This design comes from an exercise in tuning for small area on the open sky130 flow, not from production work.
In this exercise RTL edits were held to simulation tests only and were not proved equivalent to the original.
Power is estimated from default activity; no workload was simulated.

==> flow/design.v <==
module zaend_mdu (
    input  wire        clk,
    input  wire        rst,         
    input  wire        issue,       
    input  wire [3:0]  func,        
    input  wire [31:0] a,           
    input  wire [31:0] b,           
    input  wire        mts_we,      
    input  wire [1:0]  mts_sel,     
    input  wire [31:0] mts_data,
    output wire        stall,       
    output wire        mul_busy,    
    output wire        div_busy,    
    output reg  [31:0] mh,
    output reg  [31:0] ml,
    output reg  [31:0] dq,
    output reg  [31:0] dr
);
    localparam [3:0] F_MUL   = 4'h0;
    localparam [3:0] F_MULH  = 4'h1;
    localparam [3:0] F_MULHU = 4'h2;
    localparam [3:0] F_CLMUL = 4'h3;
    localparam [3:0] F_DIV   = 4'h8;
    localparam [3:0] F_DIVU  = 4'h9;
    wire is_mul   = (func == F_MUL) || (func == F_MULH) || (func == F_MULHU);
    wire is_clmul = (func == F_CLMUL);
    wire is_div   = (func == F_DIV) || (func == F_DIVU);
    reg last_was_mul;    
    reg d_busy;
    wire hold_clmul = is_clmul && last_was_mul;
    wire hold_div   = is_div && d_busy;
    assign stall = issue && (hold_clmul || hold_div);
    wire accept     = issue && !stall;
    wire acc_mul    = accept && (is_mul || is_clmul);
    wire acc_div    = accept && is_div;
    wire mts_mul = mts_we && !mts_sel[1];
    wire mts_div = mts_we &&  mts_sel[1];
    reg        m1_v;
    reg        m1_clmul;
    reg        m1_sa;       
    reg        m1_sb;       
    reg [31:0] m1_a;
    reg [31:0] m1_b;
    reg        m2_v;
    reg [63:0] m2_p;
    always @(posedge clk) begin
        if (acc_mul) begin
            m1_clmul <= is_clmul;
            m1_sa    <= (func == F_MUL) || (func == F_MULH);
            m1_sb    <= (func == F_MUL);
            m1_a     <= a;
            m1_b     <= b;
        end
    end
    wire signed [32:0] prod_a = {m1_sa & m1_a[31], m1_a};
    wire signed [32:0] prod_b = {m1_sb & m1_b[31], m1_b};
    wire signed [65:0] prod   = prod_a * prod_b;
    reg [62:0] clprod;
    integer i;
    always @(*) begin
        clprod = 63'd0;
        for (i = 0; i < 32; i = i + 1)
            if (m1_b[i])
                clprod = clprod ^ ({31'd0, m1_a} << i);
    end
    always @(posedge clk) begin
        if (m1_v && !m1_clmul)
            m2_p <= prod[63:0];
    end
    always @(posedge clk) begin
        if (rst) begin
            last_was_mul <= 1'b0;
            m1_v         <= 1'b0;
            m2_v         <= 1'b0;
            mh           <= 32'd0;
            ml           <= 32'd0;
        end else begin
            last_was_mul <= accept && is_mul;
            if (mts_mul) begin
                m1_v <= 1'b0;
                m2_v <= 1'b0;
                if (mts_sel[0]) ml <= mts_data;
                else            mh <= mts_data;
            end else begin
                m1_v <= acc_mul;
                m2_v <= m1_v && !m1_clmul;
                if (m2_v) begin
                    mh <= m2_p[63:32];
                    ml <= m2_p[31:0];
                end else if (m1_v && m1_clmul) begin
                    mh <= {1'b0, clprod[62:32]};
                    ml <= clprod[31:0];
                end
            end
        end
    end
    assign mul_busy = m1_v || m2_v;
    reg  [4:0]  d_step;      
    reg  [31:0] d_quo;       
    reg  [32:0] d_rem;
    reg  [31:0] d_den;
    reg  [31:0] d_num;       
    reg         d_neg_q;
    reg         d_neg_r;
    reg         d_zero;
    wire        sgn   = (func == F_DIV);
    wire [31:0] abs_a = (sgn && a[31]) ? (~a + 32'd1) : a;
    wire [31:0] abs_b = (sgn && b[31]) ? (~b + 32'd1) : b;
    wire [32:0] r1   = {d_rem[31:0], d_quo[31]};
    wire        ge1  = (r1 >= {1'b0, d_den});
    wire [32:0] r1n  = ge1 ? (r1 - {1'b0, d_den}) : r1;
    wire [32:0] r2   = {r1n[31:0], d_quo[30]};
    wire        ge2  = (r2 >= {1'b0, d_den});
    wire [32:0] r2n  = ge2 ? (r2 - {1'b0, d_den}) : r2;
    wire [31:0] q_fix = d_neg_q ? (~d_quo + 32'd1) : d_quo;
    wire [31:0] r_fix = d_neg_r ? (~d_rem[31:0] + 32'd1) : d_rem[31:0];
    always @(posedge clk) begin
        if (acc_div) begin
            d_quo   <= abs_a;
            d_rem   <= 33'd0;
            d_den   <= abs_b;
            d_num   <= a;
            d_neg_q <= sgn && (a[31] ^ b[31]);
            d_neg_r <= sgn && a[31];
            d_zero  <= (b == 32'd0);
            d_step  <= 5'd0;
        end else if (d_busy && d_step != 5'd16) begin
            d_quo   <= {d_quo[29:0], ge1, ge2};
            d_rem   <= r2n;
            d_step  <= d_step + 5'd1;
        end
    end
    always @(posedge clk) begin
        if (rst) begin
            d_busy <= 1'b0;
            dq     <= 32'd0;
            dr     <= 32'd0;
        end else if (mts_div) begin
            d_busy <= 1'b0;
            if (mts_sel[0]) dr <= mts_data;
            else            dq <= mts_data;
        end else if (acc_div) begin
            d_busy <= 1'b1;
        end else if (d_busy && d_step == 5'd16) begin
            d_busy <= 1'b0;
            if (d_zero) begin
                dq <= 32'hFFFF_FFFF;    
                dr <= d_num;
            end else begin
                dq <= q_fix;
                dr <= r_fix;
            end
        end
    end
    assign div_busy = d_busy;
endmodule
==> flow/run.sh <==
#!/bin/bash
# synth_recipe.tcl (not shown) runs the flow's synth.tcl, then flattens the netlist and writes it again
# the make line also repeats each setting of config.mk as NAME=value (left out here)
make -C /OpenROAD-flow-scripts/flow DESIGN_CONFIG=/design/flow/config.mk WORK_HOME=/design/flow/orfs CLKGATE_MAP_FILE= SYNTH_SCRIPT=/design/flow/synth_recipe.tcl finish
==> flow/config.mk <==
export PLATFORM = sky130hd
export DESIGN_NAME = zaend_mdu
export DESIGN_NICKNAME = zaend_mdu
export VERILOG_FILES = /design/flow/design.v
export SDC_FILE = /design/flow/constraint.sdc
export NUM_CORES = 4
export LEC_CHECK = 0
export CAP_MARGIN = 20
export CORE_MARGIN = 2
export CORE_UTILIZATION = 40
export PLACE_DENSITY = 0.6
export SLEW_MARGIN = 20
==> flow/constraint.sdc <==
create_clock -name core_clock -period 12.0 [get_ports {clk}]
set_input_delay 2.4000 -clock core_clock [delete_from_list [all_inputs] [get_ports {clk}]]
set_output_delay 2.4000 -clock core_clock [all_outputs]
set_load 0.01 [all_outputs]
==> results.ini <==
[timing]
min_period_ns=9.86
fin_setup_tns_ns=0
hold_viol_final=0
rsz0062_at_grt=no
fmax_ghz=0.101
finalCritPeriodShare_pct=82.1
fin_skew_ns=0.0566
final_max_slew_viol_count=0
tightest_slew_ns=1.18
final-setup-viol-count=0
relSlewSlack_pct=21.4

[layout]
regArea_um2=10300
syn2layout_area_growth_pct=10.0
largest-register=m2_p
drive_gt1_share_pct=4.27
largest_reg_flops=64
multi_input_area_um2=51600
layoutNonFillerInstCount=9551
layout_commonest_cell=fa_1
nNetsFinal=8796
nFillCells=16211
final_cell_mix=fa_1 (1127), nand2_1 (1122), inv_1 (1053)
post-route-util_pct=44.2

[synthesis]
yosysTopAreaCell=fa_1
ys_types=88
syn_inst=7201
ys_seq_area_share_pct=15.3
syn_area_per_cell_um2=9.33
syn-cell-area_um2=67200
synth-main-ff-cell=edfxtp_1
synth_edf_count=230
ys_seq_elements=399
synth_warnings=1
syn-num-nets=8716
synth_top_area_share_pct=33.6
synth_area_leaders=fa_1 (34%), xnor2_1 (12%), edfxtp_1 (10%), nand2_1 (6.3%), inv_1 (5.9%)
synth-async-reset-ratio_pct=0

[power]
swShare_pct=53.2
intPower_mw=12.1
p_sw_mw=13.8
ir_worst_vdd_uv=879
power_frac_seq_pct=10.5
comb_power_share_pct=83.2
leakage_nw=31.2
clock_power_share_pct=6.3
powerDensity_nw_per_um2=350

[routing]
num_vias=53514
via_per_inst=5.60
final_antenna_net_count=0
dr.pass1.iters=6
initialDrtViolationCount=5942
route.detailed.wl_per_inst_um=26.5
routed_wl_um=253000
drc=0

[clock_tree]
htree_num_levels=2
cts_hold_buf=0
cts_buffers=50
clk-insertion-delay-late_ns=0.68
cts.clk_slew.worst_paths_ns=0.07
clock_sinks=399
cts_buffer_depth=3
cts-root-buf=clkbuf_16
cts_tree=yes
cts.repair.resized=0
post_cts_buffers=0

[flow_run]
max_cap_viol_count=0

[floorplan]
die_area_um2=171000
num_rows=150
coreArea_um2=167000
ios=237
die_h_um=414
fp.dieW_um=414
start_util_pct=40.2

[global_routing]
grt_overflow=0
grt_pass1_vias=55253
grt_max_degree=77
grt.total_usage_pct=29.6
grt_pass1_wl_um=370000
grt_antenna_before_repair=28

[place]
place_congestion=0.977
portBuffers=236
place_inst=9429
dp_hpwl_um=195000

[worst_setup_path]
critPathKind=reg2reg
worst_ep_arrival_time_ns=10.23
critPathRequiredTime_ns=12.38
cp_top_family=adder cells
endpoint_kind=register
cp_slowest_cell=a2111oi_0
crit_path_max_fanout=30
critPathBufInv=6
startpoint_type=register
crit_top_cell=fa_1
critPathMaxStageDelay_ns=0.71

[worst_hold_path]
worstHoldPathType=reg2reg

[outcome]
status=complete, no violations

==> worst paths after layout <==
check	startpoint	endpoint	slack [ns]	depth (start not counted)
setup reg to reg	m1_a[20]	m2_p[57]	2.14	25
hold / removal	mh[8]	mh[8]	0.45	2
setup / recovery	m1_a[20]	m2_p[57]	2.14	25
hold reg to reg	mh[8]	mh[8]	0.45	2
==> worst reg2reg max path: cells and delay by family (launching register included) <==
family / cells / cell delay (ns)
AOI/OAI and AO/OA: 9 / 3.43
DFF: 1 / 0.60
adders and majority gates: 9 / 4.36
buffers and inverters: 6 / 0.92
and+or+nand+nor: 1 / 0.26
==> stage by stage <==
step                cell area, um2  hold WS, ns  setup slack (ns)  power (mW)
detailed placement           72000        0.444              2.42        23.7
global placement             71900        0.439              2.52        23.6
global route                 73800        0.467              1.89        28.1
finish                       73900        0.449              2.14        25.9
floorplan                    67200        0.471              2.99        17.9
CTS                          73700        0.452              2.39        25.5
==> synthesized netlist by cell type (6+ instances only) <==
cell,n
and3_1,30
nand3_1,52
or3_1,18
and2_1,310
a32o_1,7
o21a_1,22
xnor2_1,947
o221ai_1,33
nor3_1,43
nand3b_1,9
buf_1,26
a21boi_0,6
a311oi_1,57
or2_2,40
edfxtp_1,230
mux2i_1,23
a22o_1,6
a31oi_1,21
o211ai_1,93
xnor3_1,8
o21bai_1,15
o31ai_1,28
nand2_1,1124
o21ai_0,158
nor4_1,7
inv_1,1054
clkbuf_1,302
nand4_1,14
nand2b_1,43
a211o_1,7
mux2_2,28
nor2_1,172
a21o_1,51
dfxtp_1,169
o41ai_1,18
a21oi_1,201
o21ai_1,18
nor2b_1,18
a211oi_1,17
ha_1,282
xor2_1,245
or4_1,14
fa_1,1127
==> metal layers <==
layer | vias to the layer above | GRT usage (%) | routed length [um]
met4 | 4 | 15.2 | 14900
met1 | 26984 | 38.9 | 99900
met3 | 680 | 6.40 | 25400
met2 | 2974 | 46.0 | 113000
met5 | - | 0 | 23
li1 | 22872 | - | -
==> cells by family after synthesis <==
family / after synthesis / share of synthesized area (%)
AO/OA/AOI/OAI: 821 / 8.20
XOR/XNOR: 1200 / 15.8
adder cells (fa/ha/maj): 1409 / 38.8
buffers and inverters: 1393 / 7.83
flip-flops: 399 / 15.3
multiplexers: 53 / 0.846
AND/OR/NAND/NOR: 1926 / 13.1
==> power by group through the flow <==
stage / Clock (mW) / Sequential (mW) / Combinational (mW)
after floorplan: 0 / 2.66 / 15.3
after global placement: 0 / 2.73 / 20.9
after detailed placement: 0 / 2.73 / 21.0
after CTS: 1.64 / 2.70 / 21.1
after global routing: 1.69 / 2.73 / 23.7
final: 1.62 / 2.71 / 21.5
==> cell type report <==
cell class | count | area share [%]
Inverter | 1056 | 5.37
Sequential cell | 399 | 13.9
Clock inverter | 24 | 0.449
Clock buffer | 70 | 1.89
Antenna cell | 24 | 0.0813
Timing Repair Buffer | 365 | 4.63
Tap cell | 2204 | 3.73
Multi-Input combinational cell | 5409 | 69.9

[static timing again, ports no longer ideal]
The flow's constraints put no driver on any port. The routed layout listed below was extracted and timed again, unchanged, in two steps. Step 1: set_driving_cell puts a clkbuf_16 on clk and a buf_2 on each other input, an assumption about the parent block. Step 2 also shifts input and output timing later by t, the mid clock arrival at the registers, as if the neighbouring blocks saw the same clock. Slacks: ideal / step 1 / step 2; pairs: ideal / step 1.
shift t [ns]: 0.731
slack for setup (ns): 2.144 / 2.144 / 2.144
slew at the worst register clock pin (ns): 0.07 / 0.07
worst slew at a driven data input, ns: 0.12
After both steps setup and hold are still met in this run. The setup slack of this run moves by 0.000 ns with the drivers and by 0.000 ns with both steps.
